Background: an optimization exercise with open tools, aiming at small area, a short achievable clock period and few clock cycles per item. Do not read the settings as production practice. Only simulation tests tie the RTL to the original design; equivalence was not proved. No activity file was given, so power comes from the tool's default toggle rates.

tundra:
==> flow/design.v <==
module sp_coder (
    input  wire        clk,
    input  wire        rst,            
    input  wire        in_valid,
    output wire        in_ready,
    input  wire [3:0]  in_slot,
    input  wire [63:0] in_p,           
    input  wire        in_skip,        
    input  wire        in_still,
    input  wire        in_jump,
    input  wire        in_refresh,
    output reg         out_valid,
    input  wire        out_ready,
    output reg  [3:0]  out_slot,
    output reg  [7:0]  out_code,
    output reg         out_esc_valid,
    output reg  [63:0] out_esc
);
    localparam NSLOT = 16;
    localparam [7:0] CODE_JUMP  = 8'h7F;
    localparam [7:0] CODE_TRACK = 8'h81;
    localparam [7:0] CODE_STILL = 8'h80;
    localparam [3:0] HEAD_RST = 4'd14;
    localparam W    = 5;
    localparam NALU = (64 + W - 1) / W;
    reg [63:0] ring_r [0:NSLOT-1];
    reg [63:0] ring_v [0:NSLOT-1];
    reg [NSLOT-1:1] stale;
    reg [3:0] head;
    reg       rst_q;               
    reg        a_valid;
    reg        a_match;            
    reg [3:0]  a_slot;
    reg [63:0] a_p;
    reg        a_skip, a_still, a_jump, a_refresh;
    reg        s_valid;
    reg [3:0]  s_slot;
    reg [7:0]  s_code;
    reg        s_esc_valid;
    wire go = a_valid && a_match && !s_valid;
    wire out_free = !out_valid || out_ready;
    wire s_move   = s_valid && (!s_esc_valid || head == s_slot);
    wire s_valid_n = !rst && (out_free ? (s_valid && !s_move) : (s_valid || go));
    reg  rdy_q;
    assign in_ready = rdy_q;
    wire [63:0] r_cur = ring_r[0];
    wire [63:0] v_cur = ring_v[0];
    wire [63:0] p     = a_p;
    wire [63:0] nr    = ~r_cur;
    wire [63:0] nv    = ~v_cur;
    wire [63:0] su    = p ^ nr ^ nv;
    wire [63:0] cy    = {(p[62:0] & nr[62:0]) | (p[62:0] & nv[62:0]) | (nr[62:0] & nv[62:0]), 1'b1};
    wire [15:0] e_lo  = {1'b0, su[14:0]} + {1'b0, cy[14:0]} + 16'd1;
    wire        c15   = e_lo[15];
    wire [15:0] e16   = {su[15] ^ cy[15] ^ c15, e_lo[14:0]};
    wire [48:0] ha    = su[63:15];
    wire [48:0] hb    = cy[63:15];
    wire [48:0] hx    = ha ^ hb;
    wire        all0  = (hx[0] == c15)  && ((ha[47:0] | hb[47:0]) == hx[48:1]);
    wire        all1  = (hx[0] == !c15) && ((ha[47:0] & hb[47:0]) == ~hx[48:1]);
    wire        lo_ok = all0 ? (e16[15] == 1'b0 && e16[14:0] <= 15'h7E7F)
                             : (e16[15] == 1'b1 && e16[14:0] >= 15'h0180);
    wire        c_ok  = (all0 || all1) && lo_ok;
    wire [15:0] t16   = e16 + 16'd128;
    wire [8:0]  k     = 9'd128 - {1'b0, t16[7:0]};
    wire mode_skip  = a_skip;
    wire mode_still = !a_skip && a_still;
    wire mode_pq    = !a_skip && !a_still && !a_jump;    
    wire mode_p     = !a_skip && !a_still;               
    wire esc        = mode_p && (a_jump || a_refresh || !c_ok);
    reg [7:0]  code;
    always @(*) begin
        if (a_skip)                  code = 8'd0;
        else if (a_still)            code = CODE_STILL;
        else if (a_jump)             code = CODE_JUMP;
        else if (a_refresh || !c_ok) code = CODE_TRACK;
        else                         code = t16[15:8];
    end
    wire [63:0] r1_d = (go && mode_p) ? p : r_cur;
    wire [63:0] r1_q = rst_q ? 64'd0 : r1_d;
    wire [63:0] v1_q = (rst_q || (go && mode_still)) ? 64'd0 :
                       (go && mode_pq) ? ~r_cur : v_cur;
    reg [NALU:1] op_pq;
    reg [NALU:1] op_skip;
    reg [NALU:1] k_neg;
    reg [7:0]    kd [1:NALU];      
    reg [NALU:2] cr;               
    reg [NALU:2] cv;               
    wire [63:0] r_alu [1:NALU];
    wire [63:0] v_alu [1:NALU];
    wire [NALU:1] cr_out, cv_out;
    genvar g, b;
    generate
        for (g = 1; g <= NALU; g = g + 1) begin : alu
            localparam LO = (g - 1) * W;
            localparam HI = (g * W > 64) ? 63 : g * W - 1;
            wire [HI-LO+1:0] crc;
            wire [HI-LO+1:0] cvc;
            if (g == 1) begin : first
                assign crc[0] = 1'b0;
                assign cvc[0] = 1'b1;
            end else begin : next
                assign crc[0] = cr[g];
                assign cvc[0] = cv[g];
            end
            for (b = LO; b <= HI; b = b + 1) begin : bit_
                wire kb  = (b < 8) ? kd[g][(b < 8) ? b : 0] : k_neg[g];
                wire rb  = ring_r[g][b];
                wire vb  = ring_v[g][b];
                wire xb  = op_skip[g] ? vb : kb;
                wire ci  = crc[b-LO];
                wire rn  = rb ^ xb ^ ci;
                wire nvb = vb;
                wire di  = cvc[b-LO];
                assign crc[b-LO+1] = (rb & xb) | (rb & ci) | (xb & ci);
                assign cvc[b-LO+1] = (rn & nvb) | (rn & di) | (nvb & di);
                assign r_alu[g][b] = rn;
                assign v_alu[g][b] = op_pq[g] ? (rn ^ nvb ^ di) : vb;
            end
            if (LO > 0) begin : keep_lo
                assign r_alu[g][LO-1:0] = ring_r[g][LO-1:0];
                assign v_alu[g][LO-1:0] = ring_v[g][LO-1:0];
            end
            if (HI < 63) begin : keep_hi
                assign r_alu[g][63:HI+1] = ring_r[g][63:HI+1];
                assign v_alu[g][63:HI+1] = ring_v[g][63:HI+1];
            end
            assign cr_out[g] = crc[HI-LO+1];
            assign cv_out[g] = cvc[HI-LO+1];
        end
    endgenerate
    always @(posedge clk) begin
        op_pq[1]   <= go && mode_pq;
        op_skip[1] <= go && mode_skip;
        kd[1]      <= (go && mode_pq && !a_refresh && c_ok) ? k[7:0] : 8'd0;
        k_neg[1]   <= go && mode_pq && !a_refresh && c_ok && k[8];
    end
    generate
        for (g = 2; g <= NALU; g = g + 1) begin : alu_regs
            always @(posedge clk) begin
                op_pq[g]   <= op_pq[g-1];
                op_skip[g] <= op_skip[g-1];
                k_neg[g]   <= k_neg[g-1];
                kd[g]      <= kd[g-1];
                cr[g]      <= cr_out[g-1];
                cv[g]      <= cv_out[g-1];
            end
        end
    endgenerate
    integer j;
    always @(posedge clk) begin
        if (stale[NSLOT-1]) begin
            ring_r[0] <= 64'd0;
            ring_v[0] <= 64'd0;
        end else begin
            ring_r[0] <= ring_r[NSLOT-1];
            ring_v[0] <= ring_v[NSLOT-1];
        end
        ring_r[1] <= r1_q;
        ring_v[1] <= v1_q;
        for (j = 2; j <= NALU + 1; j = j + 1) begin
            ring_r[j] <= r_alu[j-1];
            ring_v[j] <= v_alu[j-1];
        end
        for (j = NALU + 2; j < NSLOT; j = j + 1) begin
            ring_r[j] <= ring_r[j-1];
            ring_v[j] <= ring_v[j-1];
        end
    end
    always @(posedge clk) begin
        rst_q <= rst;
        if (rst) begin
            stale <= {(NSLOT-1){1'b1}};
            head  <= HEAD_RST;
        end else begin
            stale <= {stale[NSLOT-2:1], 1'b0};
            head  <= head + 4'd1;
        end
    end
    wire       a_valid_n = !rst && (rdy_q ? in_valid : a_valid);
    wire [3:0] a_slot_n  = rdy_q ? in_slot : a_slot;
    wire       a_match_n = (a_slot_n == head + 4'd1);
    always @(posedge clk) begin
        a_valid <= a_valid_n;
        a_match <= a_match_n;
        rdy_q   <= !a_valid_n || (a_match_n && !s_valid_n);
        if (rdy_q) begin
            a_slot    <= in_slot;
            a_p       <= in_p;
            a_skip    <= in_skip;
            a_still   <= in_still;
            a_jump    <= in_jump;
            a_refresh <= in_refresh;
        end
    end
    always @(posedge clk) begin
        s_valid <= s_valid_n;
        if (rst) begin
            out_valid <= 1'b0;
        end else if (out_free) begin
            out_valid <= s_move || go;
        end
    end
    always @(posedge clk) begin
        if (go) begin
            s_slot      <= a_slot;
            s_code      <= code;
            s_esc_valid <= esc;
        end
        if (out_free) begin
            if (s_valid) begin
                out_slot      <= s_slot;
                out_code      <= s_code;
                out_esc_valid <= s_esc_valid;
            end else begin
                out_slot      <= a_slot;
                out_code      <= code;
                out_esc_valid <= esc;
            end
            out_esc <= r1_d;
        end
    end
endmodule
Settings: LEC_CHECK=0, CAP_MARGIN=20, CORE_MARGIN=2, CORE_UTILIZATION=72, CTS_CLUSTER_DIAMETER=120, CTS_CLUSTER_SIZE=24, SLEW_MARGIN=20; clock period 14.5 ns.
run.sh (not shown) runs the stock make flow with config.mk's settings and CLKGATE_MAP_FILE= SYNTH_SCRIPT=/design/flow/synth_recipe.tcl, a recipe that flattens the netlist after the stock synthesis.
Looking at the reports, tundra completed the entire flow and the layout it produced met the timing, DRC and antenna checks.
Testbench counts of tundra, summed over its fixed seeds: cycles 6,160, items 6,144.
Changes in indigo relative to tundra:
# tundra
export LEC_CHECK = 0
export CAP_MARGIN = 20
export CORE_MARGIN = 2
export CORE_UTILIZATION = 72
export CTS_CLUSTER_DIAMETER = 120
export CTS_CLUSTER_SIZE = 24
export SLEW_MARGIN = 20
create_clock -name core_clock -period 14.5 [get_ports {clk}]
# indigo
export LEC_CHECK = 0
export CAP_MARGIN = 20
export CORE_MARGIN = 2
export CORE_UTILIZATION = 60
export CTS_CLUSTER_DIAMETER = 120
export CTS_CLUSTER_SIZE = 24
export SLEW_MARGIN = 20
create_clock -name core_clock -period 14.5 [get_ports {clk}]
==> comparison <==
The flow did not stop early for indigo: all stages ran, and the layout cleared the timing, DRC and antenna checks. The flow did not stop early for tundra: all stages ran, and the layout cleared the timing, DRC and antenna checks. [compare] base=tundra new=indigo: post-placement cell count climbed 4.4%; worst setup slack after layout went down by 0.012 ns; final standard cell area without fillers rose 280 um2. Number of buffers inserted by port buffering: indigo vs tundra identical. Against tundra, overall power in indigo fell slightly. The highest fanout seen on the critical path reported for indigo is smaller than that of tundra by 2.6%. Pin count of the biggest net entering global routing shrinks by a little under 10% when moving from tundra to indigo. Changes observed in indigo relative to tundra: power in combinational cells roughly the same; global-route usage moved down.

-- separate check: timing with driven ports --
No port has a modelled driver above. Below, the same layouts with a new extraction and two added sets of constraints.
Step 1 (the two cells are an assumption about what drives the block):
set clk [get_ports {clk}]
set_driving_cell -lib_cell sky130_fd_sc_hd__clkbuf_16 $clk
set_driving_cell -lib_cell sky130_fd_sc_hd__buf_2 [delete_from_list [all_inputs] $clk]
Step 2 moves the port delays by t, midway between the first and last clock arrival at a register: inputs arrive t later, outputs are due t later. That takes back most of the time a late clock gives input paths.
Three values: no drivers, after step 1, after step 2; two values: the first two.
run	t, ns	setup slack, ns	worst setup path at the end	worst register clock-pin slew, ns	worst data-port slew with drivers (ns)
tundra	0.748	9.387 / 9.322 / 9.419	register to register	0.11 / 0.11	0.06
indigo	0.770	9.375 / 9.308 / 9.382	input to register	0.11 / 0.11	0.11
After both steps setup and hold are still met in every run listed.
